This is an optimization exercise on Yosys and OpenROAD, whose aim is small area and a short achievable clock period, not a production implementation.
Only simulation tests tie the RTL to the original design; equivalence was not proved.

==> flow/design.v, too long to show whole: its modules and the start of the top module <==
// module easel_alu: 144 lines
// module easel_clz32: 35 lines
// module easel_xu: 289 lines
// module easel_mul_tree: 1913 lines
module easel_xu (
    input  wire        clk,
    input  wire        rst,         
    input  wire        issue,
    input  wire [31:0] instr,
    input  wire [31:0] opa,         
    input  wire [31:0] opb,         
    input  wire        sat_clr,     
    output reg         w1_valid,
    output reg  [4:0]  w1_rd,
    output reg  [31:0] w1_data,
    output reg         w3_valid,
    output reg  [4:0]  w3_rd,
    output wire [31:0] w3_data,
    output reg         ill,
    output wire        sat
);
  // ...
==> flow/run.sh <==
#!/bin/bash
# synth_recipe.tcl (not shown) runs the flow's synth.tcl, then flattens the netlist and writes it again
# the make line also repeats each setting of config.mk as NAME=value (left out here)
make -C /OpenROAD-flow-scripts/flow DESIGN_CONFIG=/design/flow/config.mk WORK_HOME=/design/flow/orfs CLKGATE_MAP_FILE= SYNTH_SCRIPT=/design/flow/synth_recipe.tcl finish
==> flow/config.mk <==
export PLATFORM = sky130hd
export DESIGN_NAME = easel_xu
export DESIGN_NICKNAME = easel_xu
export VERILOG_FILES = /design/flow/design.v
export SDC_FILE = /design/flow/constraint.sdc
export NUM_CORES = 4
export LEC_CHECK = 0
export ABC_CLOCK_PERIOD_IN_PS = 5000
export CAP_MARGIN = 20
export CORE_MARGIN = 2
export CORE_UTILIZATION = 55
export SETUP_SLACK_MARGIN = 5
export SLEW_MARGIN = 20
==> flow/constraint.sdc <==
create_clock -name core_clock -period 10.5 [get_ports {clk}]
set_input_delay 2.1000 -clock core_clock [delete_from_list [all_inputs] [get_ports {clk}]]
set_output_delay 2.1000 -clock core_clock [all_outputs]
set_load 0.01 [all_outputs]
==> results.txt, run 1 <==
# DRC=0; Yosys warning count=2; register area=0.0145 sq mm; I/O pin total=178; CTS resizes=between 300 and 400; xor and xnor area share after synthesis=10.5%; DIE WIDTH=~360 um; final RePlAce weighted congestion=1.13; Inverters excl. clock=713; Final Max Slew Viols=0; PortBufs=approximately 180; CTS tree=built; commonest non-fill, non-tap cells in the layout=xnor2_1 (734), inv_1 (695), a22oi_1 (626); critical path data arrival time=6230 ps; initial antenna violation count=34; status=complete, no violations; endpoints failing setup=0; Detail Placement HPWL=236 mm; complex-gate fraction of the synthesized area=23.3%; DR vias=73523; ys flop type=dfxtp_1; Top Usage Layer GRT=met2
==> run 2: changes to the inputs <==
--- a/flow/config.mk
+++ b/flow/config.mk
@@ -6,5 +6,5 @@
 export NUM_CORES = 4
 export LEC_CHECK = 0
-export ABC_CLOCK_PERIOD_IN_PS = 5000
+export ABC_AREA = 1
 export CAP_MARGIN = 20
 export CORE_MARGIN = 2
==> results.txt, run 2 <==
drt total wl=between 300 and 400 mm; final hold violations=0; Detail Placement HPWL=248 mm (+4.8%); hold-critical path depth=0; WS Path Type=in -> reg; CTS tree=built; ys flop type=dfxtp_1; Synth area leaders=fa_1 (15%), edfxtp_1 (11%), nand2_1 (10%); Post-synth top cells=nand2_1 (1957), inv_1 (1305), nor2_1 (733), o21ai_0 (703), xor2_1 (662); Startpoint Class=input port; critical path data arrival time=6210 ps (-20 ps); register area share after synthesis=20.5%; dpl cell area=around 0.073 sq mm; final RePlAce weighted congestion=1.14 (+0.85%); maximum buffer depth of the clock tree=3; commonest non-fill, non-tap cell in the layout=nand2_1; DR vias=76791 (+4.4%); Tot GR Track Use=51.4%; vias in the first global route=72368; Max-Cap Viols=0; wire length of the first global-routing pass=roughly 500 mm; fin crit share=between 50% and 60%; Final Skew=roughly 58 ps; highest-delay cell along the critical path=clkinv_1; Final Max Slew Viols=0 (unchanged); hold crit path type=reg -> reg; Period minus WS final=5580 ps; Placed Cells=11182; Yosys warning count=2 (unchanged); Mapped Nets=10743; register area=0.0145 sq mm (about the same); f_max=between 0.15 and 0.2 GHz; grt ovf=0; fraction of registers with async set/reset=0%; dominant cell type by area after synthesis=fa_1; DR pass1 iterations=14; Worst-Margin Slew=roughly 1200 ps; H-tree depth=3; Worst path depth=18; I/O pin total=178 (unchanged); cell-by-cell trace of the critical path=clkdlybuf4s50_1, buf_4, clkinv_1, nand2_1, o21ai_0, o21ai_0, o21ai_0, nand2_1, o21ai_0, o21ai_0, nand2_1, o21ai_1, nand2_1, nand3_1, nor2_1, o211ai_1, a31oi_1, nand2_1; fin area=0.0779 sq mm; final-layout fill cell count=11260; post-route ant nets=0; DRT iter0 DRCs=approximately 13000; Yosys top cell area share=15.2%; RSZ-0062 raised after global routing=yes; Vias/cell=6.72; count leader, synth=nand2_1; starting density of the core=55.4%; Post-Layout Cell Count=between 10000 and 15000; Synth cell types=69; setup TNS=0 ps; root buf cell=clkbuf_16; share of cells above drive strength 1=7.90%; Clk Latency, worst-skew pair=around 720 ps; PortBufs=177 (unchanged); WL per Instance=about 31 um; CTS Buf Count=between 60 and 70; clock sinks=around 590; Gate Count Post-Synth=slightly below 10000; initial antenna violation count=24 (-29%); # DRC=0 (unchanged); Post-synth EDFFs=260; crit-path max cell delay=670 ps; commonest non-fill, non-tap cells in the layout=nand2_1 (1929), inv_1 (1264), nor2_1 (705); register bit count reported by yosys=592; Site Rows=131; DIE WIDTH=362 um (-0.43%); WP buf/inv=3; die area=0.131 sq mm; syn avg cell area=between 7 and 8 sq um; Die Span Y=362 um; endpoints failing setup=0 (unchanged); status=complete, no violations; Syn Std Cell Area=0.0705 sq mm; nets=10697; CP max FO=9; CP Capture Type=register; clock-pin slew on the worst setup and hold paths=60 ps; Layout area overhead=10.5%; worst r2r path cells=12; Max-Slew Margin vs Limit=19.6%; multi-input logic area=0.0492 sq mm; Worst EP required=11130 ps; Core ar.=about 0.13 sq mm; largest net degree at the start of global routing=between 70 and 80; delay-heaviest family, CP=compound AO/OA/AOI/OAI gates
==> run 2: kinds of logic (layout without fill, tap and decap cells) <==
kind of cell | after synthesis | after routing | share of synthesized area, %
simple gates | 3473 | 3477 | 20.4
compound gates | 2068 | 2068 | 17.2
buf+inv | 1962 | 1964 | 10.9
fa+ha+maj | 901 | 901 | 21.7
xor+xnor | 739 | 739 | 9.18
flops | 592 | 592 | 20.5
mux | 7 | 7 | 0.106
other cells | 0 | 14 | 0
==> run 2: metal layers <==
layer  share of wire, %  up-vias  global-route usage [%]  wire [um]
li1                   -    31908                       -          -
met1                 34    35438                    61.5     119000
met2                 40     7108                    73.7     140000
met3                 16     2303                    20.4      55100
met4                 11       34                    39.3      37300
met5               0.12        -                    1.11        439
==> run 2: final cells by class <==
class	instances	area share [%]
multi-input cells	7192	63.2
flip-flops and latches	592	18.6
inverters	1364	6.78
repair buffers	476	5.86
well taps	1662	2.67
clock buffers	81	2.30
clock inverters	40	0.527
diodes	14	0.0450
repair inverters	3	0.0257
==> run 2: worst paths after layout <==
check,startpoint,end,slack [ps]
min,s1_fn[6],s2_fn[6],330
max reg2reg,bn[4],s2_x[28],4970
min reg2reg,s1_fn[6],s2_fn[6],330
max,opa[6],w1_data[26],4920
==> run 2: per-stage QoR <==
step | hold WS (ps) | utilization (%) | worst slack, ps
after floorplan | 310 | - | 4650
after detailed placement | 321 | 57.7 | 2410
final | 329 | 61.2 | 4920
after CTS | 332 | 60.0 | 4910
after global placement | 311 | 57.7 | 2460
after global routing | 336 | 61.2 | 4850
==> run 2: repair_timing <==
action | in CTS | in global routing
endpoints found under the setup margin | 307 | 269
cloned | 10 | 10
hold endpoints to repair | 0 | 0
resized for setup | 140 | 249
setup buffers | 18 | 69
hold buffers | 0 | 0
pin swaps | 6 | 26
==> module easel_alu, before the edit <==
module easel_alu (
    input  wire [31:0] instr,
    input  wire [31:0] opa,       
    input  wire [31:0] opb,       
    output wire        legal,     
    output wire [32:0] sum,       
    output wire [31:0] other,     
    output wire        use_sum,   
    output wire        sadd,      
    output wire        sat        
);
    wire [5:0]  op   = instr[31:26];
    wire [4:0]  f_k  = instr[15:11];    
    wire [10:0] fn   = instr[10:0];
    wire [15:0] imm  = instr[15:0];
    wire g0   = (op == 6'h00);
    wire fhi0 = (fn[10:5] == 6'd0);
    wire f_add  = g0 & fhi0 & (fn[4:0] == 5'h00);
    wire f_adds = g0 & fhi0 & (fn[4:0] == 5'h01);
    wire f_sub  = g0 & fhi0 & (fn[4:0] == 5'h02);
    wire f_subs = g0 & fhi0 & (fn[4:0] == 5'h03);
    wire f_and  = g0 & fhi0 & (fn[4:0] == 5'h04);
    wire f_or   = g0 & fhi0 & (fn[4:0] == 5'h05);
    wire f_xor  = g0 & fhi0 & (fn[4:0] == 5'h06);
    wire f_sll  = g0 & fhi0 & (fn[4:0] == 5'h08);
    wire f_srl  = g0 & fhi0 & (fn[4:0] == 5'h09);
    wire f_sra  = g0 & fhi0 & (fn[4:0] == 5'h0A);
    wire f_slli = g0 & fhi0 & (fn[4:0] == 5'h0C);
    wire f_srli = g0 & fhi0 & (fn[4:0] == 5'h0D);
    wire f_srai = g0 & fhi0 & (fn[4:0] == 5'h0E);
    wire f_slt  = g0 & fhi0 & (fn[4:0] == 5'h10);
    wire f_sltu = g0 & fhi0 & (fn[4:0] == 5'h11);
    wire f_min  = g0 & fhi0 & (fn[4:0] == 5'h12);
    wire f_minu = g0 & fhi0 & (fn[4:0] == 5'h13);
    wire f_max  = g0 & fhi0 & (fn[4:0] == 5'h14);
    wire f_maxu = g0 & fhi0 & (fn[4:0] == 5'h15);
    wire f_abs  = g0 & fhi0 & (fn[4:0] == 5'h18) & (f_k == 5'd0);
    wire f_clz  = g0 & fhi0 & (fn[4:0] == 5'h19) & (f_k == 5'd0);
    wire f_sat  = g0 & fhi0 & (fn[4:0] == 5'h1C);
    wire f_satu = g0 & fhi0 & (fn[4:0] == 5'h1D);
    wire i_addi = (op == 6'h01);
    wire i_andi = (op == 6'h02);
    wire i_ori  = (op == 6'h03);
    wire i_xori = (op == 6'h04);
    wire i_lui  = (op == 6'h05) & (instr[20:16] == 5'd0);
    assign legal = f_add | f_adds | f_sub | f_subs | f_and | f_or | f_xor |
                   f_sll | f_srl | f_sra | f_slli | f_srli | f_srai |
                   f_slt | f_sltu | f_min | f_minu | f_max | f_maxu |
                   f_abs | f_clz | f_sat | f_satu |
                   i_addi | i_andi | i_ori | i_xori | i_lui;
    wire is_imm  = ~g0;
    wire cmp_grp = fn[4];
    wire do_sub  = ~op[0] & fn[1];
    wire sgn     = ~(cmp_grp & fn[0]);           
    wire [31:0] bsrc = op[0] ? {{16{imm[15]}}, imm} : opb;
    wire [32:0] aa = {sgn & opa[31], opa};
    wire [32:0] bb = {sgn & bsrc[31], bsrc} ^ {33{do_sub}};
    assign sum = aa + bb + {32'd0, do_sub};
    wire [32:0] ca = {sgn & opa[31], opa};
    wire [32:0] cb = {sgn & opb[31], opb};
    wire lt  = $signed(ca) < $signed(cb);
    wire [31:0] lb = is_imm ? {16'd0, imm} : opb;
    wire [31:0] r_and = opa & lb;
    wire [31:0] r_or  = opa | lb;
    wire [31:0] r_xor = opa ^ lb;
    wire       sh_imm  = fn[2];
    wire [4:0] shamt   = sh_imm ? f_k : opb[4:0];
    wire       sh_left = (fn[1:0] == 2'b00);
    wire       sh_fill = (fn[1:0] == 2'b10) & opa[31];
    wire [31:0] opa_rev;
    genvar gi;
    generate
        for (gi = 0; gi < 32; gi = gi + 1) begin : g_rev
            assign opa_rev[gi] = opa[31 - gi];
        end
    endgenerate
    wire [31:0] sh_in = sh_left ? opa_rev : opa;
    wire [63:0] sh_ext = {{32{sh_fill}}, sh_in};
    wire [63:0] sh_full = sh_ext >> shamt;
    wire [31:0] sh_r = sh_full[31:0];
    wire [31:0] sh_l;
    generate
        for (gi = 0; gi < 32; gi = gi + 1) begin : g_rev2
            assign sh_l[gi] = sh_r[31 - gi];
        end
    endgenerate
    reg [31:0] below;
    integer i;
    always @(*) begin
        below[0] = 1'b0;
        for (i = 1; i < 32; i = i + 1)
            below[i] = below[i-1] | opa[i-1];
    end
    wire abs_min = opa[31] & ~(|opa[30:0]);
    wire [31:0] r_abs = abs_min ? 32'h7FFF_FFFF : (opa ^ ({32{opa[31]}} & below));
    wire [5:0] clz;
    easel_clz32 u_clz (.x(opa), .n(clz));
    wire [31:0] m_le;
    generate
        for (gi = 0; gi < 32; gi = gi + 1) begin : g_mask
            assign m_le[gi] = (gi <= f_k);
        end
    endgenerate
    wire [31:0] m_lt = {1'b0, m_le[31:1]};
    wire [30:0] eqs  = ~(opa[30:0] ^ {31{opa[31]}});
    wire s_fits  = &(eqs | m_lt[30:0]);
    wire [31:0] r_sat = s_fits ? opa : (m_lt ^ {32{opa[31]}});
    wire u_big   = |(opa & ~m_le);
    wire [31:0] r_satu = opa[31] ? 32'd0 : (u_big ? m_le : opa);
    wire q0   = (op[2:0] == 3'd0);
    wire [4:0] f = fn[4:0];
    wire s_and  = (q0 & (f == 5'h04)) | (op[2:0] == 3'd2);
    wire s_or   = (q0 & (f == 5'h05)) | (op[2:0] == 3'd3);
    wire s_xor  = (q0 & (f == 5'h06)) | (op[2:0] == 3'd4);
    wire s_shr  = q0 & (f[4:3] == 2'b01) & (f[1:0] != 2'b00);
    wire s_shl  = q0 & (f[4:3] == 2'b01) & (f[1:0] == 2'b00);
    wire s_lt   = q0 & (f[4:1] == 4'b1000);
    wire s_min  = q0 & (f[4:1] == 4'b1001);
    wire s_max  = q0 & (f[4:1] == 4'b1010);
    wire s_abs  = q0 & (f == 5'h18);
    wire s_clz  = q0 & (f == 5'h19);
    wire s_sat  = q0 & (f == 5'h1C);
    wire s_satu = q0 & (f == 5'h1D);
    wire s_lui  = (op[2:0] == 3'd5);
    wire sel_a  = (s_min & lt) | (s_max & ~lt);
    wire sel_b  = (s_min & ~lt) | (s_max & lt);
    assign use_sum = (q0 & (f[4:2] == 3'b000)) | (op[2:0] == 3'd1);
    assign sadd    = f_adds | f_subs;
    assign other = ({32{s_and}}  & r_and) |
                   ({32{s_or}}   & r_or) |
                   ({32{s_xor}}  & r_xor) |
                   ({32{s_shr}}  & sh_r) |
                   ({32{s_shl}}  & sh_l) |
                   ({32{s_lt}}   & {31'd0, lt}) |
                   ({32{sel_a}}  & opa) |
                   ({32{sel_b}}  & opb) |
                   ({32{s_abs}}  & r_abs) |
                   ({32{s_clz}}  & {26'd0, clz}) |
                   ({32{s_sat}}  & r_sat) |
                   ({32{s_satu}} & r_satu) |
                   ({32{s_lui}}  & {imm, 16'd0});
    assign sat = (f_abs & abs_min) | (f_sat & ~s_fits) |
                 (f_satu & (opa[31] | u_big));
endmodule
==> module easel_xu, before the edit <==
module easel_xu (
    input  wire        clk,
    input  wire        rst,         
    input  wire        issue,
    input  wire [31:0] instr,
    input  wire [31:0] opa,         
    input  wire [31:0] opb,         
    input  wire        sat_clr,     
    output reg         w1_valid,
    output reg  [4:0]  w1_rd,
    output reg  [31:0] w1_data,
    output reg         w3_valid,
    output reg  [4:0]  w3_rd,
    output wire [31:0] w3_data,
    output reg         ill,
    output wire        sat
);
    wire [5:0]  op  = instr[31:26];
    wire [4:0]  rd  = instr[25:21];
    wire [10:0] fn  = instr[10:0];
    wire        alu_legal;
    wire [32:0] alu_sum;
    wire [31:0] alu_other;
    wire        alu_use_sum, alu_sadd;
    wire        alu_sat;
    easel_alu u_alu (
        .instr   (instr),
        .opa     (opa),
        .opb     (opb),
        .legal   (alu_legal),
        .sum     (alu_sum),
        .other   (alu_other),
        .use_sum (alu_use_sum),
        .sadd    (alu_sadd),
        .sat     (alu_sat)
    );
    wire op_mul = (op == 6'h08);
    wire op_mac = (op == 6'h09);
    wire op_acc = (op == 6'h0A);
    wire is_mul  = op_mul &&
                   (fn == 11'h000 || fn == 11'h001 || fn == 11'h002 ||
                    fn == 11'h004 || fn == 11'h005 || fn == 11'h006 ||
                    fn == 11'h007);
    wire is_mac  = op_mac && (instr[25:23] == 3'd0) &&
                   (fn == 11'h000 || fn == 11'h001 || fn == 11'h003 ||
                    fn == 11'h004 || fn == 11'h005 || fn == 11'h007);
    wire is_accr = op_acc && (fn[10:8] == 3'd0) &&
                   (instr[20:18] == 3'd0) && (instr[15:11] == 5'd0) &&
                   (fn[1] == 1'b0 || fn[7:2] == 6'd0);
    wire is_accw = op_acc && (fn[10:8] == 3'd1) && (fn[7:2] == 6'd0) &&
                   (instr[25:23] == 3'd0) && (fn[1:0] != 2'd3) &&
                   (fn[1:0] == 2'd0 || instr[15:11] == 5'd0);
    wire is_accz = op_acc && (fn == 11'h200) &&
                   (instr[25:23] == 3'd0) && (instr[20:11] == 10'd0);
    wire legal = alu_legal || is_mul || is_mac || is_accr || is_accw || is_accz;
    wire        alu_ovf = alu_sum[32] ^ alu_sum[31];
    wire [31:0] alu_result = ~alu_use_sum ? alu_other :
                             (alu_sadd & alu_ovf) ? (alu_sum[32] ? 32'h8000_0000 : 32'h7FFF_FFFF) :
                             alu_sum[31:0];
    wire go    = issue && !rst;
    wire p_mul  = (op[1:0] == 2'b00);
    wire p_mac  = (op[1:0] == 2'b01);
    wire p_acc  = op[1];
    wire m_uns  = p_mul & (fn[2:0] == 3'b010);                
    wire m_q15  = p_mul & fn[2] & ~fn[0];                     
    wire a_sh16 = (p_mac & ~fn[0]) | (p_acc & fn[1]);         
    wire b_sh16 = p_mac & ~fn[0];                             
    wire b_c31  = p_acc & (fn[1] | fn[0]);                    
    wire a_zero = p_acc & fn[9];                              
    wire [32:0] a_op, b_op;
    assign a_op[15:0]  = (a_sh16 | a_zero) ? 16'd0 : opa[15:0];
    assign a_op[31:16] = a_zero ? 16'd0 : a_sh16 ? opa[15:0] :
                         m_q15 ? {16{opa[15]}} : opa[31:16];
    assign a_op[32]    = (a_zero | m_uns) ? 1'b0 : (a_sh16 | m_q15) ? opa[15] : opa[31];
    assign b_op[15:0]  = (b_sh16 | b_c31) ? 16'd0 : opb[15:0];
    assign b_op[31:16] = b_c31 ? 16'h8000 : b_sh16 ? opb[15:0] :
                         m_q15 ? {16{opb[15]}} : opb[31:16];
    assign b_op[32]    = (b_c31 | m_uns) ? 1'b0 : (b_sh16 | m_q15) ? opb[15] : opb[31];
    wire mac_w1r  = p_mac & fn[0] & fn[1];                    
    wire mac_sub_floor = p_mac & (fn[2:0] == 3'b101);         
    wire mq15r    = p_mul & (fn[2:0] == 3'b110);
    wire mq31r    = p_mul & (fn[2:0] == 3'b111);
    wire [1:0] inj = mq31r ? 2'd3 : mac_sub_floor ? 2'd2 :
                     (mac_w1r | mq15r) ? 2'd1 : 2'd0;
    wire tie15_en = mac_w1r | mq15r;
    wire neg_all  = p_mac & fn[2];
    wire is_pair  = p_acc & ~fn[9] & (fn[1:0] == 2'd0);
    localparam K_MUL  = 2'd0;
    localparam K_MAC  = 2'd1;
    localparam K_ACCR = 2'd2;
    localparam K_ACCW = 2'd3;
    wire [1:0] kind0 = p_mul ? K_MUL : p_mac ? K_MAC :
                       (fn[9] | fn[8]) ? K_ACCW : K_ACCR;
    wire [1:0] idx0  = (p_acc & ~fn[9] & ~fn[8]) ? instr[17:16] : instr[22:21];
    wire [34:0] bx = {b_op[32], b_op, 1'b0};
    wire [16:0] bo0, bt0, bn0;
    genvar gi;
    generate
        for (gi = 0; gi < 17; gi = gi + 1) begin : g_booth
            wire b0 = bx[2*gi];
            wire b1 = bx[2*gi+1];
            wire b2 = bx[2*gi+2];
            assign bo0[gi] = b1 ^ b0;
            assign bt0[gi] = (b2 & ~b1 & ~b0) | (~b2 & b1 & b0);
            assign bn0[gi] = b2 ^ neg_all;
        end
    endgenerate
    wire [50:0] booth0 = is_pair ? {19'd0, opb} : {bn0, bt0, bo0};
    reg [63:0] acc0, acc1, acc2, acc3;
    reg        aco0, aco1, aco2, aco3;
    reg        s1_valid;
    reg [1:0]  s1_kind;
    reg [4:0]  s1_rd;
    reg [1:0]  s1_idx;
    reg [7:0]  s1_fn;
    reg [32:0] s1_a;
    reg [50:0] s1_booth;     
    reg [1:0]  s1_inj;
    reg        s1_tie15, s1_pair;
    wire [16:0] bo = s1_booth[16:0];
    wire [16:0] bt = s1_booth[33:17];
    wire [16:0] bn = s1_booth[50:34];
    wire [64:0] kin = {31'h2AAAAAAB, 34'd0} |
                      {34'd0, (s1_inj == 2'd3), 15'd0, s1_inj[0] ^ s1_inj[1],
                       {14{s1_inj == 2'd2}}};
    wire [64:0] ps, pc;
    easel_mul_tree u_tree (.A(s1_a), .one(bo), .two(bt), .neg(bn), .K(kin),
                           .ps(ps), .pc(pc));
    wire [16:0] lo = {1'b0, ps[15:0]} + {1'b0, pc[15:0]};
    wire [14:0] lzp = ps[14:0] ^ pc[14:0];
    wire [14:0] lzo = {ps[13:0] | pc[13:0], 1'b0};
    wire tie15 = s1_tie15 & ~(|(lzp ^ lzo));
    wire [2:0] gh = {1'b0, ps[64:63]} + {1'b0, pc[64:63]};
    wire ext1 = (gh >= 3'd2);
    wire ext2 = (gh == 3'd6);
    wire [14:0] xext = {{14{ext1}}, ext1 & ~ext2};
    wire [64:0] x_n = {xext, ps[64:16], lo[15] & ~tie15};
    wire [64:0] x_p = {s1_booth[31], s1_booth[31:0], s1_a[31:0]};
    reg        s2_valid;
    reg [1:0]  s2_kind;
    reg [4:0]  s2_rd;
    reg [1:0]  s2_idx;
    reg [7:0]  s2_fn;
    reg [64:0] s2_x;
    reg [48:0] s2_y;         
    reg        s2_c16;       
    reg [14:0] s2_lo;        
    reg        s2_tie31en;
    reg [3:0]  s2_rsel;
    wire [63:0] s2_acc = ({64{s2_rsel[0]}} & acc0) | ({64{s2_rsel[1]}} & acc1) |
                         ({64{s2_rsel[2]}} & acc2) | ({64{s2_rsel[3]}} & acc3);
    wire        s2_acco = (s2_rsel[0] & aco0) | (s2_rsel[1] & aco1) |
                          (s2_rsel[2] & aco2) | (s2_rsel[3] & aco3);
    wire [63:0] acc_sel = s2_acco ? {~s2_acc[63], {63{s2_acc[63]}}} : s2_acc;
    wire [64:0] acc_in = {acc_sel[63], acc_sel};
    wire [64:0] yrow   = {15'd0, s2_y, 1'b0};
    wire [64:0] cs_s = acc_in ^ s2_x ^ yrow;
    wire [64:0] cs_c = (acc_in & s2_x) | (acc_in & yrow) | (s2_x & yrow);
    wire [64:0] add_u = {cs_s[64:1], acc_in[0]};
    wire [64:0] add_v = {cs_c[63:1], s2_c16, s2_x[0]};
    wire [64:0] sum   = add_u + add_v;
    wire        m_ovf   = sum[64] ^ sum[63];
    wire [63:0] acc_new = sum[63:0];
    wire [14:0] za = s2_x[15:1];
    wire [14:0] zb = s2_y[14:0];
    wire [14:0] zp = za ^ zb;
    wire [14:0] zo = {za[13:0] | zb[13:0], s2_c16};
    wire s2_tie31 = s2_tie31en & ~(|s2_lo) & ~s2_x[0] & ~(|(zp ^ zo));
    reg  [32:0] mul_pre;
    always @(*) begin
        case (s2_fn[2:0])
        3'd0: mul_pre = {1'b0, sum[16:0], s2_lo};
        3'd1, 3'd2: mul_pre = {1'b0, sum[48:17]};
        3'd4, 3'd6: mul_pre = {sum[16:0], 16'd0};
        default: mul_pre = {sum[48:17], sum[16] & ~s2_tie31};
        endcase
    end
    wire s2_q15 = (s2_kind == K_MUL) & s2_fn[2] & ~s2_fn[0];
    wire s2_q31 = (s2_kind == K_MUL) & s2_fn[2] & s2_fn[0];
    wire [4:0]  a_sh  = s2_fn[7:3];
    wire        a_r   = s2_fn[2];
    wire [47:0] v48   = s2_acc[47:0] << a_sh;
    reg         fitA, fitB;
    integer     j;
    always @(*) begin
        fitA = 1'b1;
        fitB = 1'b1;
        for (j = 16; j < 63; j = j + 1) begin
            if ((j + a_sh >= 47) && (s2_acc[j] != s2_acc[63])) fitA = 1'b0;
            if ((j + a_sh >= 48) && (s2_acc[j] != s2_acc[63])) fitB = 1'b0;
        end
    end
    wire [31:0] w32   = v48[47:16];
    wire        st0   = |v48[14:0];
    wire        inc0  = a_r & v48[15] & (st0 | v48[16]);
    wire        st1   = |v48[30:0];
    wire        inc1  = a_r & v48[31] & (st1 | v48[32]);
    wire        fmt1  = s2_fn[0];
    wire [31:0] rnd32 = w32 + {15'd0, fmt1 & inc1, 15'd0, ~fmt1 & inc0};
    wire        rmax0 = inc0 & (w32 == 32'h7FFF_FFFF);
    wire        rmax1 = inc1 & (w32[31:16] == 16'h7FFF);
    wire        a_sgn = s2_acc[63] ^ s2_acco;        
    wire        asat0 = s2_acco | (a_sgn ? (~fitA & ~(fitB & rmax0)) : (~fitA | rmax0));
    wire        asat1 = s2_acco | (a_sgn ? (~fitA & ~(fitB & rmax1)) : (~fitA | rmax1));
    reg  [31:0] accr_res;
    reg         accr_sat;
    always @(*) begin
        accr_sat = 1'b0;
        case (s2_fn[1:0])
        2'd0: begin
            accr_sat = asat0;
            accr_res = asat0 ? (a_sgn ? 32'h8000_0000 : 32'h7FFF_FFFF) : rnd32;
        end
        2'd1: begin
            accr_sat = asat1;
            accr_res = asat1 ? (a_sgn ? 32'hFFFF_8000 : 32'h0000_7FFF)
                             : {{16{rnd32[31]}}, rnd32[31:16]};
        end
        2'd2: accr_res = s2_acco ? {a_sgn, {31{~a_sgn}}} : s2_acc[63:32];
        default: accr_res = s2_acco ? {32{~a_sgn}} : s2_acc[31:0];
        endcase
    end
    wire s2_sat = (s2_kind == K_MAC)  ? m_ovf :
                  (s2_kind == K_ACCR) ? accr_sat : 1'b0;
    wire s2_wacc = (s2_kind == K_MAC) | (s2_kind == K_ACCW);
    wire s2_wreg = (s2_kind == K_MUL) | (s2_kind == K_ACCR);
    reg  [32:0] w3_pre;
    reg         w3_q15, w3_q31;          
    reg         sat_r;
    wire        w3_ovf = w3_pre[32] ^ w3_pre[31];
    assign w3_data = (w3_q31 & w3_ovf) ? (w3_pre[32] ? 32'h8000_0000 : 32'h7FFF_FFFF) :
                     (w3_q15 & w3_ovf) ? (w3_pre[32] ? 32'hFFFF_8000 : 32'h0000_7FFF) :
                     w3_q15 ? {{16{w3_pre[31]}}, w3_pre[31:16]} : w3_pre[31:0];
    assign sat = sat_r | ((w3_q15 | w3_q31) & w3_ovf);
    wire [64:0] acc_wd = rst ? 65'd0 : {m_ovf, acc_new};
    wire        acc_w  = s2_valid && s2_wacc;
    always @(posedge clk) begin
        if (rst || (acc_w && s2_idx == 2'd0)) {aco0, acc0} <= acc_wd;
        if (rst || (acc_w && s2_idx == 2'd1)) {aco1, acc1} <= acc_wd;
        if (rst || (acc_w && s2_idx == 2'd2)) {aco2, acc2} <= acc_wd;
        if (rst || (acc_w && s2_idx == 2'd3)) {aco3, acc3} <= acc_wd;
    end
    always @(posedge clk) begin
        w1_rd    <= rd;
        w1_data  <= alu_result;
        s1_kind  <= kind0;
        s1_rd    <= rd;
        s1_idx   <= idx0;
        s1_fn    <= fn[7:0];
        s1_a     <= a_op;
        s1_booth <= booth0;
        s1_inj   <= inj;
        s1_tie15 <= tie15_en;
        s1_pair  <= is_pair;
        s2_kind  <= s1_kind;
        s2_rd    <= s1_rd;
        s2_idx   <= s1_idx;
        s2_fn    <= s1_fn;
        s2_x     <= s1_pair ? x_p : x_n;
        s2_y     <= s1_pair ? 49'd0 : pc[64:16];
        s2_c16   <= s1_pair ? 1'b0 : lo[16];
        s2_lo    <= lo[14:0];
        s2_tie31en <= (s1_inj == 2'd3);
        s2_rsel  <= {4{(s1_kind == K_MAC) | (s1_kind == K_ACCR)}} &
                    {s1_idx == 2'd3, s1_idx == 2'd2, s1_idx == 2'd1, s1_idx == 2'd0};
        w3_rd    <= s2_rd;
        w3_pre   <= (s2_kind == K_ACCR) ? {1'b0, accr_res} : mul_pre;
        if (rst) begin
            w1_valid <= 1'b0;
            w3_valid <= 1'b0;
            ill      <= 1'b0;
            sat_r    <= 1'b0;
            w3_q15   <= 1'b0;
            w3_q31   <= 1'b0;
            s1_valid <= 1'b0;
            s2_valid <= 1'b0;
        end else begin
            w1_valid <= go && alu_legal && (rd != 5'd0);
            ill      <= go && !legal;
            s1_valid <= go && (is_mul || is_mac || is_accr || is_accw || is_accz);
            s2_valid <= s1_valid;
            w3_valid <= s2_valid && s2_wreg && (s2_rd != 5'd0);
            sat_r    <= (sat && !sat_clr) || (go && (alu_sat || (alu_sadd && alu_ovf))) ||
                        (s2_valid && s2_sat);
            w3_q15   <= s2_valid && s2_q15;
            w3_q31   <= s2_valid && s2_q31;
        end
    end
endmodule
==> run 3: changes to the inputs <==
--- a/flow/design.v
+++ b/flow/design.v
@@ -62,5 +62,4 @@
     wire [31:0] lb = is_imm ? {16'd0, imm} : opb;
     wire [31:0] r_and = opa & lb;
-    wire [31:0] r_or  = opa | lb;
     wire [31:0] r_xor = opa ^ lb;
     wire       sh_imm  = fn[2];
@@ -103,9 +102,10 @@
     endgenerate
     wire [31:0] m_lt = {1'b0, m_le[31:1]};
-    wire [30:0] eqs  = ~(opa[30:0] ^ {31{opa[31]}});
-    wire s_fits  = &(eqs | m_lt[30:0]);
-    wire [31:0] r_sat = s_fits ? opa : (m_lt ^ {32{opa[31]}});
-    wire u_big   = |(opa & ~m_le);
-    wire [31:0] r_satu = opa[31] ? 32'd0 : (u_big ? m_le : opa);
+    wire        c_u   = fn[0];
+    wire [31:0] c_mb  = c_u ? {1'b0, m_le[30:0]} : m_lt;
+    wire        c_r   = ~c_u & opa[31];
+    wire        c_fit = &(~(opa ^ {32{c_r}}) | c_mb);
+    wire [31:0] c_val = c_u ? ({32{~opa[31]}} & m_le) : (m_lt ^ {32{opa[31]}});
+    wire [31:0] r_clamp = c_fit ? opa : c_val;
     wire q0   = (op[2:0] == 3'd0);
     wire [4:0] f = fn[4:0];
@@ -120,6 +120,5 @@
     wire s_abs  = q0 & (f == 5'h18);
     wire s_clz  = q0 & (f == 5'h19);
-    wire s_sat  = q0 & (f == 5'h1C);
-    wire s_satu = q0 & (f == 5'h1D);
+    wire s_clamp = q0 & (f[4:1] == 4'b1110);
     wire s_lui  = (op[2:0] == 3'd5);
     wire sel_a  = (s_min & lt) | (s_max & ~lt);
@@ -127,7 +126,6 @@
     assign use_sum = (q0 & (f[4:2] == 3'b000)) | (op[2:0] == 3'd1);
     assign sadd    = f_adds | f_subs;
-    assign other = ({32{s_and}}  & r_and) |
-                   ({32{s_or}}   & r_or) |
-                   ({32{s_xor}}  & r_xor) |
+    assign other = ({32{s_and | s_or}} & r_and) |
+                   ({32{s_xor | s_or}} & r_xor) |
                    ({32{s_shr}}  & sh_r) |
                    ({32{s_shl}}  & sh_l) |
@@ -137,9 +135,7 @@
                    ({32{s_abs}}  & r_abs) |
                    ({32{s_clz}}  & {26'd0, clz}) |
-                   ({32{s_sat}}  & r_sat) |
-                   ({32{s_satu}} & r_satu) |
+                   ({32{s_clamp}} & r_clamp) |
                    ({32{s_lui}}  & {imm, 16'd0});
-    assign sat = (f_abs & abs_min) | (f_sat & ~s_fits) |
-                 (f_satu & (opa[31] | u_big));
+    assign sat = (f_abs & abs_min) | ((f_sat | f_satu) & ~c_fit);
 endmodule
 module easel_clz32 (
@@ -326,10 +322,9 @@
     reg [14:0] s2_lo;        
     reg        s2_tie31en;
-    reg [3:0]  s2_rsel;
-    wire [63:0] s2_acc = ({64{s2_rsel[0]}} & acc0) | ({64{s2_rsel[1]}} & acc1) |
-                         ({64{s2_rsel[2]}} & acc2) | ({64{s2_rsel[3]}} & acc3);
-    wire        s2_acco = (s2_rsel[0] & aco0) | (s2_rsel[1] & aco1) |
-                          (s2_rsel[2] & aco2) | (s2_rsel[3] & aco3);
-    wire [63:0] acc_sel = s2_acco ? {~s2_acc[63], {63{s2_acc[63]}}} : s2_acc;
+    reg [3:0]  s2_rsv;
+    reg        s2_osel, s2_osgn;
+    wire [63:0] acc_sel = ({64{s2_rsv[0]}} & acc0) | ({64{s2_rsv[1]}} & acc1) |
+                          ({64{s2_rsv[2]}} & acc2) | ({64{s2_rsv[3]}} & acc3) |
+                          ({64{s2_osel}} & {~s2_osgn, {63{s2_osgn}}});
     wire [64:0] acc_in = {acc_sel[63], acc_sel};
     wire [64:0] yrow   = {15'd0, s2_y, 1'b0};
@@ -359,5 +354,5 @@
     wire [4:0]  a_sh  = s2_fn[7:3];
     wire        a_r   = s2_fn[2];
-    wire [47:0] v48   = s2_acc[47:0] << a_sh;
+    wire [47:0] v48   = acc_sel[47:0] << a_sh;
     reg         fitA, fitB;
     integer     j;
@@ -366,6 +361,6 @@
         fitB = 1'b1;
         for (j = 16; j < 63; j = j + 1) begin
-            if ((j + a_sh >= 47) && (s2_acc[j] != s2_acc[63])) fitA = 1'b0;
-            if ((j + a_sh >= 48) && (s2_acc[j] != s2_acc[63])) fitB = 1'b0;
+            if ((j + a_sh >= 47) && (acc_sel[j] != acc_sel[63])) fitA = 1'b0;
+            if ((j + a_sh >= 48) && (acc_sel[j] != acc_sel[63])) fitB = 1'b0;
         end
     end
@@ -376,10 +371,9 @@
     wire        inc1  = a_r & v48[31] & (st1 | v48[32]);
     wire        fmt1  = s2_fn[0];
-    wire [31:0] rnd32 = w32 + {15'd0, fmt1 & inc1, 15'd0, ~fmt1 & inc0};
     wire        rmax0 = inc0 & (w32 == 32'h7FFF_FFFF);
     wire        rmax1 = inc1 & (w32[31:16] == 16'h7FFF);
-    wire        a_sgn = s2_acc[63] ^ s2_acco;        
-    wire        asat0 = s2_acco | (a_sgn ? (~fitA & ~(fitB & rmax0)) : (~fitA | rmax0));
-    wire        asat1 = s2_acco | (a_sgn ? (~fitA & ~(fitB & rmax1)) : (~fitA | rmax1));
+    wire        a_sgn = acc_sel[63];
+    wire        asat0 = a_sgn ? (~fitA & ~(fitB & rmax0)) : (~fitA | rmax0);
+    wire        asat1 = a_sgn ? (~fitA & ~(fitB & rmax1)) : (~fitA | rmax1);
     reg  [31:0] accr_res;
     reg         accr_sat;
@@ -389,13 +383,12 @@
         2'd0: begin
             accr_sat = asat0;
-            accr_res = asat0 ? (a_sgn ? 32'h8000_0000 : 32'h7FFF_FFFF) : rnd32;
+            accr_res = asat0 ? (a_sgn ? 32'h8000_0000 : 32'h7FFF_FFFF) : w32;
         end
         2'd1: begin
             accr_sat = asat1;
-            accr_res = asat1 ? (a_sgn ? 32'hFFFF_8000 : 32'h0000_7FFF)
-                             : {{16{rnd32[31]}}, rnd32[31:16]};
+            accr_res = asat1 ? (a_sgn ? 32'h8000_0000 : 32'h7FFF_0000) : w32;
         end
-        2'd2: accr_res = s2_acco ? {a_sgn, {31{~a_sgn}}} : s2_acc[63:32];
-        default: accr_res = s2_acco ? {32{~a_sgn}} : s2_acc[31:0];
+        2'd2: accr_res = acc_sel[63:32];
+        default: accr_res = acc_sel[31:0];
         endcase
     end
@@ -406,9 +399,12 @@
     reg  [32:0] w3_pre;
     reg         w3_q15, w3_q31;          
+    reg         w3_hi;                   
+    reg         w3_i0, w3_i16;           
     reg         sat_r;
     wire        w3_ovf = w3_pre[32] ^ w3_pre[31];
+    wire [31:0] w3_v   = w3_pre[31:0] + {15'd0, w3_i16, 15'd0, w3_i0};
     assign w3_data = (w3_q31 & w3_ovf) ? (w3_pre[32] ? 32'h8000_0000 : 32'h7FFF_FFFF) :
                      (w3_q15 & w3_ovf) ? (w3_pre[32] ? 32'hFFFF_8000 : 32'h0000_7FFF) :
-                     w3_q15 ? {{16{w3_pre[31]}}, w3_pre[31:16]} : w3_pre[31:0];
+                     w3_hi ? {{16{w3_v[31]}}, w3_v[31:16]} : w3_v;
     assign sat = sat_r | ((w3_q15 | w3_q31) & w3_ovf);
     wire [64:0] acc_wd = rst ? 65'd0 : {m_ovf, acc_new};
@@ -420,4 +416,11 @@
         if (rst || (acc_w && s2_idx == 2'd3)) {aco3, acc3} <= acc_wd;
     end
+    wire [3:0] rsel_n = {4{(s1_kind == K_MAC) | (s1_kind == K_ACCR)}} &
+                        {s1_idx == 2'd3, s1_idx == 2'd2, s1_idx == 2'd1, s1_idx == 2'd0};
+    wire [3:0] acc_we = {4{acc_w}} & {s2_idx == 2'd3, s2_idx == 2'd2, s2_idx == 2'd1, s2_idx == 2'd0};
+    wire [3:0] aco_nx = {4{~rst}} & ((acc_we & {4{m_ovf}}) |
+                                     (~acc_we & {aco3, aco2, aco1, aco0}));
+    wire [3:0] a63_nx = {4{~rst}} & ((acc_we & {4{sum[63]}}) |
+                                     (~acc_we & {acc3[63], acc2[63], acc1[63], acc0[63]}));
     always @(posedge clk) begin
         w1_rd    <= rd;
@@ -441,8 +444,12 @@
         s2_lo    <= lo[14:0];
         s2_tie31en <= (s1_inj == 2'd3);
-        s2_rsel  <= {4{(s1_kind == K_MAC) | (s1_kind == K_ACCR)}} &
-                    {s1_idx == 2'd3, s1_idx == 2'd2, s1_idx == 2'd1, s1_idx == 2'd0};
+        s2_rsv   <= rsel_n & ~aco_nx;
+        s2_osel  <= |(rsel_n & aco_nx);
+        s2_osgn  <= |(rsel_n & a63_nx);
         w3_rd    <= s2_rd;
         w3_pre   <= (s2_kind == K_ACCR) ? {1'b0, accr_res} : mul_pre;
+        w3_hi    <= (s2_kind == K_ACCR) ? (s2_fn[1:0] == 2'd1) : s2_q15;
+        w3_i0    <= (s2_kind == K_ACCR) & (s2_fn[1:0] == 2'd0) & inc0 & ~asat0;
+        w3_i16   <= (s2_kind == K_ACCR) & (s2_fn[1:0] == 2'd1) & inc1 & ~asat1;
         if (rst) begin
             w1_valid <= 1'b0;
==> results.txt, run 3 <==
Yosys top cell area share=15.4% (+0.16 points); final RePlAce weighted congestion=1.07 (-5.6%); WL per Instance=30.5 um (-0.82%); die area=0.130 sq mm (-1.0%); Period minus WS final=5870 ps (+294 ps); critical path data arrival time=3770 ps (-2440 ps); RSZ-0062 raised after global routing=yes; Synth Area in Simple Gates=19.7% (-0.69 points); Vias/cell=6.72 (about the same); Post-synth EDFFs=260 (unchanged); Max-Slew Margin vs Limit=19.0% (-0.66 points); hold_buf cts=0 (unchanged); count leader, synth=nand2_1; crit-path max cell delay=340 ps (-330 ps); Final Skew=55.1 ps (-2.49 ps); Worst Setup SP=w3_i0; Detail Placement HPWL=241 mm (-2.8%); Clk Latency, worst-skew pair=710 ps (about the same); worst r2r src=bn[1]; DR pass1 iterations=13 (-1); status=complete, no violations; Max-Cap Viols=0 (unchanged); syn avg cell area=7.34 sq um (+1.4%); most used cell, CP=nor2_4; final hold violations=0 (unchanged); Die Span Y=360 um (-0.52%); Core ar.=0.126 sq mm (-1.3%); nets=10456 (-2.3%); DRT iter0 DRCs=13432 (+0.10%); f_max=0.170 GHz (-5.0%); Worst-Margin Slew=1210 ps (+8.15 ps); Tot GR Track Use=50.6% (-0.84 points); Synth Area in Adders=21.9% (+0.19 points); drt total wl=341 mm (-2.9%); worst r2r path cells=12 (unchanged); maximum buffer depth of the clock tree=3 (unchanged); clock-pin slew on the worst setup and hold paths=60 ps (about the same); Yosys warning count=2 (unchanged); Startpoint Class=register; grt ovf=0 (unchanged); highest-delay cell along the critical path=dfxtp_2; largest family of logic cells by synthesized area=adder cells; cell-by-cell trace of the critical path=ha_4, and3_4, nand3_2, nor2_4, nand2_2, nor2_4, nand3_4, o21ai_4, nand2_2, nor2_4, nand2_4, nor2_4, nand4_4, nor2_4, nand3_4, o21bai_4, buf_6, nand3_4, buf_4, nand3_2, nand2_1, nand2_1, buf_2; DR vias=75092 (-2.2%); Syn Std Cell Area=0.0698 sq mm (-1.0%); WP buf/inv=3 (unchanged); Synth area leaders=fa_1 (15%), edfxtp_1 (11%), nand2_1 (9.8%); Mapped Nets=10505 (-2.2%); endpoints failing setup=0 (unchanged); Synth cell types=82 (+19%); I/O pin total=178 (unchanged); delay-heaviest family, CP=simple AND/OR/NAND/NOR gates; DIE WIDTH=360 um (-0.52%); WS Path Type=reg -> out; clock sinks=597 (+0.84%); Post-synth top cells=nand2_1 (1818), inv_1 (1350), xor2_1 (692), nor2_1 (653), o21ai_0 (640); vias in the first global route=71089 (-1.8%); root buf cell=clkbuf_16; CTS Buf Count=70 (+4.5%); register area share after synthesis=20.9% (+0.36 points); CP Capture Type=primary output; PortBufs=177 (unchanged); terminus of the critical flop-to-flop path=s2_x[24]; commonest non-fill, non-tap cell in the layout=nand2_1; Site Rows=130 (-0.76%); hold crit path type=reg -> reg; post-route ant nets=0 (unchanged); wire length of the first global-routing pass=481 mm (-2.3%); fraction of registers with async set/reset=0% (unchanged); Layout area overhead=9.99%; setup TNS=0 ps (unchanged); portion of netlist area occupied by mux cells=0.102% (-0.0043 points); final-layout fill cell count=11096 (-1.5%); starting density of the core=55.5% (+0.13 points); Placed Cells=10932 (-2.2%); largest net degree at the start of global routing=68 (-9.3%); Worst EP required=8400 ps (-2730 ps); H-tree depth=3 (unchanged); register bit count reported by yosys=597 (+0.84%); share of cells above drive strength 1=7.82% (-0.077 points); fin crit share=55.9% (+2.8 points); worst setup path end=w3_data[16]; Gate Count Post-Synth=9506 (-2.4%); Worst path depth=23 (+5); ys flop type=dfxtp_1; R2R setup slack=5010 ps (+40 ps); initial antenna violation count=21 (-13%); commonest non-fill, non-tap cells in the layout=nand2_1 (1797), inv_1 (1325), xor2_1 (679); # DRC=0 (unchanged); complex-gate fraction of the synthesized area=16.5% (-0.68 points); Post-Layout Cell Count=11179 (-2.1%); Final Max Slew Viols=0 (unchanged); CP max FO=6 (-3); CTS tree=built; dominant cell type by area after synthesis=fa_1; xor and xnor area share after synthesis=9.57% (+0.39 points)
-- run 3: cell count changes after synthesis, sizes merged, moves of 17 or more --
cell    change
nand2     -143
nor2       -71
inv        +66
a21oi      -63
o21ai      -38
xor2       +33
a22o       -29
nand3      +29
clkbuf     -26
a31oi      +17
-- run 3: final cells by class --
class	count	area, sq um	area share, %
sequential	597	14600	19.0
timing repair buffer	454	4080	5.31
timing repair inverter	1	7.51	0.00979
tap	1650	2060	2.69
multi-input combinational	6913	48100	62.7
clock buffer	91	1930	2.52
antenna	17	42.5	0.0554
clock inverter	36	467	0.608
inverter	1420	5450	7.11
-- run 3: metal layers --
layer,GRT usage [%],share of wire [%]
met5,1.96,0.15
met2,72.6,40
met3,20.5,15
met4,38.1,10
met1,60.3,34
-- run 3: logic make-up (layout without fill, tap and decap cells) --
kind of cell	count (synthesis)	in the layout
compound gates	1958	1958
simple gates	3287	3289
fa+ha+maj	899	899
mux	7	7
flops	597	597
buf+inv	1998	2002
other cells	0	17
xor+xnor	760	760
-- run 3: worst min path at each step --
stage | slack (ps) | depth (start not counted) | to | startpoint
after floorplan | 310 | 0 | s2_fn[0] | s1_fn[0]
after global placement | 310 | 0 | s2_fn[6] | s1_fn[6]
after detailed placement | 320 | 0 | s2_fn[6] | s1_fn[6]
after CTS | 330 | 0 | s2_fn[6] | s1_fn[6]
after global routing | 330 | 0 | s2_fn[6] | s1_fn[6]
final | 330 | 0 | s2_fn[6] | s1_fn[6]
-- run 3: repair_timing --
| item | CTS | global route |
|---|---|---|
| setup buffers | 50 | 49 |
| resized for setup | 238 | 169 |
| cloned | 2 | 2 |
| pin swaps | 35 | 35 |
| endpoints found under the setup margin | 205 | 239 |
-- run 3: worst register-to-register path, stage by stage, from the launching register on --
cell     delay, ps
dfxtp_2        310
buf_4          550
inv_1          600
xor2_1         480
fa_1           530
fa_1           510
inv_1           50
fa_1           460
fa_1           430
fa_1           440
fa_1           570
nand2_1        110
o21ai_0        200
-- run 3: through the flow --
stage	hold WS (ps)	setup slack [ps]	util (%)	instance area (sq um)
2_1_floorplan	310	5020	-	69800
3_3_place_gp	313	3580	57.6	72400
3_5_place_dp	318	3620	57.6	72400
4_1_cts	330	4550	60.2	75700
5_1_grt	332	4500	61.0	76700
6_report	331	4630	61.0	76700
==> run 4: changes to the inputs <==
--- a/flow/config.mk
+++ b/flow/config.mk
@@ -10,4 +10,6 @@
 export CORE_MARGIN = 2
 export CORE_UTILIZATION = 55
+export CTS_BUF_LIST = sky130_fd_sc_hd__clkbuf_8
+export CTS_CLUSTER_SIZE = 25
 export SETUP_SLACK_MARGIN = 5
 export SLEW_MARGIN = 20
==> results.txt, run 4 <==
setup TNS=0 ps (unchanged); Synth cell types=82 (unchanged); wire length on met2=137 mm (-0.40%); H-tree depth=3 (unchanged); Synth Area in Simple Gates=19.7% (unchanged); xor and xnor area share after synthesis=9.57% (unchanged); PortBufs=177 (unchanged); f_max=0.163 GHz (-4.0%); critical path data arrival time=4020 ps (+250 ps); initial antenna violation count=29 (+38%); drt total wl=340 mm (-0.27%); CP Capture Type=primary output; Max-Cap Viols=0 (unchanged); CTS tree=built; Startpoint Class=register; fin crit share=58.3% (+2.4 points); starting density of the core=55.5% (unchanged); vias in the first global route=71000 (-0.13%); Post-Layout Cell Count=11257 (+0.70%); maximum buffer depth of the clock tree=3 (unchanged); highest routed layer=met5; status=complete, no violations; delay-heaviest family, CP=simple AND/OR/NAND/NOR gates; nets=10498 (+0.40%); Post-synth EDFFs=260 (unchanged); Post-synth top cells=nand2_1 (1818), inv_1 (1350), xor2_1 (692), nor2_1 (653), o21ai_0 (640); RSZ-0062 raised after global routing=yes; Final Skew=104 ps (+48.5 ps); CTS Buf Count=102 (+46%); commonest non-fill, non-tap cell in the layout=nand2_1; Mapped Nets=10505 (unchanged); count leader, synth=nand2_1; final RePlAce weighted congestion=1.07 (unchanged); ys flop type=dfxtp_1; endpoints failing setup=0 (unchanged); Clk Latency, worst-skew pair=930 ps (+220 ps); largest family of logic cells by synthesized area=adder cells; Tot GR Track Use=50.5% (-0.11 points); CP max FO=6 (unchanged); wire length of the first global-routing pass=480 mm (-0.24%); dominant cell type by area after synthesis=fa_1; Yosys top cell area share=15.4% (unchanged); Synth area leaders=fa_1 (15%), edfxtp_1 (11%), nand2_1 (9.8%); Placed Cells=10932 (unchanged); share of cells above drive strength 1=8.08% (+0.26 points); commonest non-fill, non-tap cells in the layout=nand2_1 (1801), inv_1 (1362), xor2_1 (680); I/O pin total=178 (unchanged); register area share after synthesis=20.9% (unchanged); final hold violations=0 (unchanged); Yosys warning count=2 (unchanged); Worst EP required=8400 ps (about the same); portion of netlist area occupied by mux cells=0.102% (unchanged); WP buf/inv=3 (unchanged); Synth Area in Adders=21.9% (unchanged); clock sinks=597 (unchanged); Period minus WS final=6120 ps (+247 ps); Max-Slew Margin vs Limit=18.8% (-0.11 points); post-route ant nets=0 (unchanged); highest-delay cell along the critical path=dfxtp_2; fraction of registers with async set/reset=0% (unchanged); grt ovf=0 (unchanged); most used cell, CP=nor2_4; DR vias=75287 (+0.26%); Met1 Wirelength=116 mm (+0.24%); Die Span Y=360 um (unchanged); Final Max Slew Viols=0 (unchanged); Syn Std Cell Area=0.0698 sq mm (unchanged); Site Rows=130 (unchanged); Core ar.=0.126 sq mm (unchanged); Vias/cell=6.69 (-0.44%); Layout area overhead=9.90% (about the same); hold crit path type=reg -> reg; hold slack=327 ps (-4.18 ps); # DRC=0 (unchanged); largest net degree at the start of global routing=68 (unchanged); Gate Count Post-Synth=9506 (unchanged); Detail Placement HPWL=241 mm (unchanged); cell-by-cell trace of the critical path=ha_4, and3_4, nand3_2, nor2_4, nand2_2, nor2_4, nand3_4, o21ai_4, nand2_2, nor2_4, nand2_2, nor2_4, nand4_4, nor2_4, nand3_4, o21bai_4, buf_6, nand3_4, buf_6, nand3_2, nand2_1, nand2_1, buf_2; Worst-Margin Slew=1220 ps (+1.44 ps); WS Path Type=reg -> out; crit-path max cell delay=350 ps (about the same); die area=0.130 sq mm (unchanged); WL per Instance=30.2 um (-0.96%); complex-gate fraction of the synthesized area=16.5% (unchanged); routed wl met3=51.7 mm (+0.22%); DRT iter0 DRCs=13118 (-2.3%); register bit count reported by yosys=597 (unchanged); DIE WIDTH=360 um (unchanged); root buf cell=clkbuf_8; syn avg cell area=7.34 sq um (unchanged); DR pass1 iterations=14 (+1); clock-pin slew on the worst setup and hold paths=60 ps (about the same)
run 4: stage by stage:
step                      cell area (sq um)  utilization [%]  setup slack (ps)
after global routing                  76600             60.9              4190
final                                 76700             61.0              4380
after global placement                72400             57.6              3580
after floorplan                       69800                -              5020
after CTS                             75700             60.2              4380
after detailed placement              72400             57.6              3620
run 4: per-layer routing:
| layer | vias up | global-route usage, % |
|---|---|---|
| met5 | - | 1.55 |
| met4 | 38 | 37.8 |
| met3 | 2248 | 20.0 |
| met2 | 7103 | 72.5 |
| met1 | 34701 | 60.6 |
| li1 | 31197 | - |
run 4: worst paths after layout:
path / start / end / slack [ps] / depth (start not counted)
worst max-delay path: w3_pre[0] / w3_data[20] / 4380 / 23
worst min-delay path: s1_fn[6] / s2_fn[6] / 330 / 0
worst max register to register: bo[9] / s2_y[25] / 4910 / 12
worst min register to register: s1_fn[6] / s2_fn[6] / 330 / 0
run 4: layout make-up:
| class | instances | area, sq um |
|---|---|---|
| Multi-Input combinational cell | 6914 | 48000 |
| Inverter | 1420 | 5430 |
| Tap cell | 1650 | 2060 |
| Timing Repair Buffer | 464 | 4100 |
| Antenna cell | 19 | 47.5 |
| Sequential cell | 597 | 14600 |
| Clock inverter | 75 | 748 |
| Fill cell | 11109 | 49100 |
| Clock buffer | 118 | 1620 |
run 4: kinds of logic (layout without fill, tap and decap cells):
family,Yosys count,after routing
AND/OR/NAND/NOR,3287,3290
buffers and inverters,1998,2077
AO/OA/AOI/OAI,1958,1958
adder cells (fa/ha/maj),899,899
XOR/XNOR,760,760
flip-flops,597,597
multiplexers,7,7
other,0,19
run 4: timing repair:
| action | CTS | global route |
|---|---|---|
| hold buffers | 0 | 0 |
| endpoints found under the setup margin | 182 | 205 |
| buffers inserted | 56 | 53 |
| gates resized for setup | 217 | 153 |
| pin swaps | 34 | 36 |
| cloned | 1 | 3 |
==> run 5: changes to the inputs <==
==> flow/flow/run.sh (new file) <==
#!/bin/bash
set -euo pipefail
bash standard.sh "BUFFER_PORTS_ARGS=-buffer_cell sky130_fd_sc_hd__buf_2" \
  SETUP_SLACK_MARGIN=5.5 finish > standard_make.log 2>&1
==> flow/standard.sh (new file) <==
#!/bin/bash
# synth_recipe.tcl (not shown) runs the flow's synth.tcl, then flattens the netlist and writes it again
# the make line also repeats each setting of config.mk as NAME=value (left out here)
make -C /OpenROAD-flow-scripts/flow DESIGN_CONFIG=/design/flow/config.mk WORK_HOME=/design/flow/orfs CLKGATE_MAP_FILE= SYNTH_SCRIPT=/design/flow/synth_recipe.tcl "${@:-finish}"
--- a/flow/config.mk
+++ b/flow/config.mk
@@ -10,6 +10,3 @@
 export CORE_MARGIN = 2
 export CORE_UTILIZATION = 55
-export CTS_BUF_LIST = sky130_fd_sc_hd__clkbuf_8
-export CTS_CLUSTER_SIZE = 25
-export SETUP_SLACK_MARGIN = 5
 export SLEW_MARGIN = 20
removed: flow/run.sh
==> results.txt, run 5 <==
status=complete, no violations; fin area=0.0775 sq mm (+1.1%); dominant cell type by area after synthesis=fa_1; CP max FO=3 (-3); Syn Std Cell Area=0.0698 sq mm (unchanged); Startpoint Class=register; RSZ-0062 raised after global routing=yes; Yosys top cell area share=15.4% (unchanged); grt ovf=0 (unchanged); fin crit share=55.1% (-3.2 points); highest-delay cell along the critical path=dfxtp_2; drt total wl=345 mm (+1.4%); commonest non-fill, non-tap cells in the layout=nand2_1 (1777), inv_1 (1304), xor2_1 (671); I/O pin total=178 (unchanged); final core occ=61.6% (+0.68 points); f_max=0.173 GHz (+5.7%); Final Skew=56.5 ps (-47.1 ps); Period minus WS final=5790 ps (-331 ps); Post-synth EDFFs=260 (unchanged); Vias/cell=6.66 (-0.41%); Max-Cap Viols=0 (unchanged); setup TNS=0 ps (unchanged); nets=10499 (+0.0095%); ys flop type=dfxtp_1; CTS Buf Count=69 (-32%); syn avg cell area=7.34 sq um (unchanged); WL per Instance=30.7 um (+1.7%); largest net degree at the start of global routing=68 (unchanged); register bit count reported by yosys=597 (unchanged); post-route ant nets=0 (unchanged); vias in the first global route=70239 (-1.1%); Die Span Y=360 um (unchanged); # DRC=0 (unchanged); H-tree depth=3 (unchanged); DR pass1 iterations=14 (unchanged); Yosys warning count=2 (unchanged); Worst EP required=8400 ps (about the same); Synth cell types=82 (unchanged); DR vias=74736 (-0.73%); clock-pin slew on the worst setup and hold paths=60 ps (about the same); final hold violations=0 (unchanged); Clk Latency, worst-skew pair=730 ps (-200 ps); starting density of the core=55.5% (unchanged); Gate Count Post-Synth=9506 (unchanged); hold_buf cts=0 (unchanged); WP buf/inv=3 (unchanged); Layout area overhead=11.1%; dpl cell area=0.0715 sq mm (-1.3%); DRT iter0 DRCs=13531 (+3.1%); PortBufs=177 (unchanged); DIE WIDTH=360 um (unchanged); final-layout fill cell count=11380 (+2.4%); Worst-Margin Slew=1130 ps (-83.6 ps); die area=0.130 sq mm (unchanged); commonest non-fill, non-tap cell in the layout=nand2_1; register area share after synthesis=20.9% (unchanged); final critical-path setup slack=4710 ps (+331 ps); crit-path max cell delay=350 ps (about the same); maximum buffer depth of the clock tree=3 (unchanged); root buf cell=clkbuf_16; final RePlAce weighted congestion=1.09 (+1.3%); Final Max Slew Viols=0 (unchanged); Synth area leaders=fa_1 (15%), edfxtp_1 (11%), nand2_1 (9.8%); wire length of the first global-routing pass=481 mm (+0.32%); Mapped Nets=10505 (unchanged); Detail Placement HPWL=240 mm (-0.15%); endpoints failing setup=0 (unchanged); share of cells above drive strength 1=11.1% (+3.0 points); critical path data arrival time=3690 ps (-330 ps); cell-by-cell trace of the critical path=ha_4, ha_4, nand3_4, nor2_4, nand2_2, nor3_4, nand2_2, inv_2, nand3_4, a21boi_4, nand3_2, nor3_4, buf_6, nand2_4, nor2_4, nand3_4, xnor2_4, a21oi_2, nand2_1, nand2_1, nand2_1, buf_2; worst slack, placed=3590 ps (-33.6 ps); Max-Slew Margin vs Limit=24.6% (+5.7 points); fraction of registers with async set/reset=0% (unchanged); WS Path Type=reg -> out; count leader, synth=nand2_1; initial antenna violation count=26 (-10%); delay-heaviest family, CP=simple AND/OR/NAND/NOR gates; Post-synth top cells=nand2_1 (1818), inv_1 (1350), xor2_1 (692), nor2_1 (653), o21ai_0 (640); Site Rows=130 (unchanged); CP Capture Type=primary output; Tot GR Track Use=50.8% (+0.33 points); hold crit path type=reg -> reg; Core ar.=0.126 sq mm (unchanged); clock sinks=597 (unchanged); CTS tree=built
run 5: routing by layer:
metal	GRT usage [%]	wire (um)	vias to the layer above
met4	38.3	35700	30
met1	61.3	119000	34771
met2	71.6	136000	6721
met5	1.07	441	-
li1	-	-	31148
met3	21.4	53700	2066
run 5: logic make-up after synthesis:
family,share of synthesized area [%]
adders and majority gates,21.9
and+or+nand+nor,19.7
AOI/OAI and AO/OA,16.5
buffers and inverters,11.3
muxes,0.102
DFF,20.9
xor gates and xnor gates,9.57
run 5: worst paths after layout:
kind | from | cells past startpoint | slack (ps) | end
worst max register to register | bt[7] | 14 | 5460 | s2_x[27]
worst max-delay path | w3_pre[0] | 22 | 4710 | w3_data[28]
worst min-delay path | s1_fn[5] | 0 | 320 | s2_fn[5]
worst min register to register | s1_fn[5] | 0 | 320 | s2_fn[5]
run 5: what timing repair did:
| action | in CTS | in global routing |
|---|---|---|
| setup endpoints to repair | 400 | 314 |
| endpoints found under the hold margin | 0 | 0 |
| buffers inserted | 49 | 100 |
| pin swaps | 39 | 55 |
| gates resized for setup | 226 | 328 |
| cloned | 6 | 12 |
run 5: layout make-up:
cell class | count | area (sq um) | area share [%]
Inverter | 1420 | 5570 | 7.18
Antenna cell | 15 | 37.5 | 0.0484
Clock inverter | 39 | 448 | 0.578
Clock buffer | 88 | 1890 | 2.44
Tap cell | 1650 | 2060 | 2.66
Multi-Input combinational cell | 6916 | 48800 | 62.9
Sequential cell | 597 | 14600 | 18.9
Timing Repair Buffer | 493 | 4090 | 5.27
Timing Repair inverter | 3 | 23.8 | 0.0307
run 5: worst register-to-register path, stage by stage (launching register included):
cell and delay [ps]:
dfxtp_1 310, inv_1 40, buf_4 550, o22ai_1 250
xor2_1 200, fa_1 520, inv_1 50, fa_1 470
inv_1 60, fa_1 470, fa_1 440, fa_1 480
fa_1 460, nand2_1 100, o21ai_0 330
run 5: metrics by stage:
step	hold WS, ps	instances
CTS	325	11094
detailed placement	312	10912
global route	324	11207
finish	325	11221
global placement	311	10911
floorplan	310	9506
==> run 6: changes to the inputs <==
--- a/flow/config.mk
+++ b/flow/config.mk
@@ -9,4 +9,4 @@
 export CAP_MARGIN = 20
 export CORE_MARGIN = 2
-export CORE_UTILIZATION = 55
+export CORE_UTILIZATION = 50
 export SLEW_MARGIN = 20
==> results.txt, run 6 <==
Clk Latency, worst-skew pair=680 ps (-50 ps); DR pass1 iterations=13 (-1); fraction of registers with async set/reset=0% (unchanged); Worst-Margin Slew=1120 ps (-7.95 ps); CTS Buf Count=71 (+2.9%); R2R setup slack=5460 ps (about the same); fin area=0.0782 sq mm (+0.82%); grt ovf=0 (unchanged); final RePlAce weighted congestion=1.08 (-0.81%); f_max=0.174 GHz (+0.87%); worst r2r src=bo[4]; Period minus WS final=5740 ps (-50.2 ps); wire length of the first global-routing pass=483 mm (+0.31%); Yosys warning count=2 (unchanged); highest-delay cell along the critical path=dfxtp_2; count leader, synth=nand2_1; Layout area overhead=12.0%; final core occ=56.2% (-5.4 points); Mapped Nets=10505 (unchanged); Die Span Y=378 um (+4.8%); Max-Slew Margin vs Limit=24.5% (-0.046 points); Core ar.=0.139 sq mm (+11%); DRT iter0 DRCs=11090 (-18%); RSZ-0062 raised after global routing=yes; setup TNS=0 ps (unchanged); endpoints failing setup=0 (unchanged); PortBufs=177 (unchanged); Detail Placement HPWL=244 mm (+1.5%); Final Max Slew Viols=0 (unchanged); commonest non-fill, non-tap cell in the layout=nand2_1; CTS tree=built; # DRC=0 (unchanged); WS Path Type=reg -> out; share of cells above drive strength 1=11.2% (+0.14 points); status=complete, no violations; register bit count reported by yosys=597 (unchanged); Vias/cell=6.38 (-4.2%); register area share after synthesis=20.9% (unchanged); Yosys top cell area share=15.4% (unchanged); Post-synth top cells=nand2_1 (1818), inv_1 (1350), xor2_1 (692), nor2_1 (653), o21ai_0 (640); Site Rows=137 (+5.4%); DIE WIDTH=378 um (+4.8%); WP buf/inv=2 (-1)
==> run 6: changes by cell type in the layout (fill, tap and decap cells not counted), sizes merged <==
cell      before   now
nor3          68    69
clkinvlp      41    38
buf          474   479
bufinv         5     3
inv         1372  1368
nor2         691   690
diode         15    14
clkbuf       103   113
bufbuf         4     6
clkinv        44    45
==> run 6: kinds of logic (layout without fill, tap and decap cells) <==
group                    Yosys count  in the layout  share of synthesized area, %
AO/OA/AOI/OAI                   1958           1958                          16.5
other                              0             14                             0
flip-flops                       597            597                          20.9
XOR/XNOR                         760            760                          9.57
AND/OR/NAND/NOR                 3287           3292                          19.7
adder cells (fa/ha/maj)          899            899                          21.9
multiplexers                       7              7                         0.102
buffers and inverters           1998           2052                          11.3
==> run 6: stage by stage <==
| stage | cells | setup slack, ps | hold WS, ps |
|---|---|---|---|
| after floorplan | 9506 | 5460 | 310 |
| final | 11455 | 4760 | 325 |
| after CTS | 11340 | 4680 | 326 |
| after detailed placement | 11134 | 3560 | 312 |
| after global placement | 11134 | 3270 | 310 |
| after global routing | 11445 | 4600 | 333 |
==> run 6: worst max-delay path by stage <==
stage,start,end,slack [ps]
final,w3_pre[0],w3_data[13],4760
after global routing,w3_pre[0],w3_data[28],4600
after CTS,w3_i0,w3_data[20],4680
after detailed placement,instr[0],w1_data[30],3560
after global placement,instr[26],w1_data[27],3270
after floorplan,instr[1],w1_data[24],5460
==> run 6: what timing repair did <==
action | CTS | global route
buffers inserted | 65 | 93
pin swaps | 36 | 69
hold buffers | 0 | 0
cloned | 10 | 8
gates resized for setup | 260 | 298
endpoints found under the setup margin | 325 | 282
hold endpoints to repair | 0 | 0
==> run 6: area by class of cell <==
type,count,area (sq um)
sequential,597,14600
inverter,1420,5530
multi-input combinational,6916,48800
tap,1876,2350
antenna,14,35.0
timing repair inverter,3,17.5
timing repair buffer,498,4220
clock buffer,100,2120
clock inverter,31,405
fill,13344,60900
==> run 6: metal layers <==
layer	track usage, %	share of wire, %	up-vias
met5	0.858	0.14	-
met4	32.3	9.2	42
met3	16.0	14	1679
met2	66.6	40	5947
met1	59.1	36	34258
li1	-	-	31153

what the ideal ports hide:
The results above use ideal ports. As a check the final layouts listed here were re-extracted and re-timed, cells and wires unchanged.
Step 1 (the two cells are an assumption about what drives the block):
set clk [get_ports {clk}]
set_driving_cell -lib_cell sky130_fd_sc_hd__clkbuf_16 $clk
set_driving_cell -lib_cell sky130_fd_sc_hd__buf_2 [delete_from_list [all_inputs] $clk]
Step 2, shift: input delay + t, output delay - t, t = (earliest + latest rising clock arrival at the registers) / 2. This alone moves slack from input paths to output paths.
Three values: no drivers, after step 1, after step 2; two values: the first two.
run | t, ns | slack for setup (ns) | worst setup path at the end | worst data-port slew with drivers (ns) | pins driven straight from the clock port
run 1 | 0.789 | 4.830 / 4.830 / 4.200 | input to register | 0.06 | 1
run 2 | 0.784 | 4.921 / 4.974 / 4.207 | input to register | 0.13 | 1
run 3 | 0.782 | 4.627 / 4.532 / 4.204 | input to register | 0.13 | 1
run 4 | 0.964 | 4.380 / 4.288 / 4.107 | input to register | 0.12 | 1
run 5 | 0.787 | 4.712 / 4.626 / 4.703 | input to register | 0.06 | 1
run 6 | 0.756 | 4.762 / 4.671 / 4.806 | input to register | 0.08 | 1
After both steps every run listed still meets setup and hold. For run 2, which loses most, drivers alone change the setup slack by +0.053 ns; drivers and shift together by -0.714 ns.
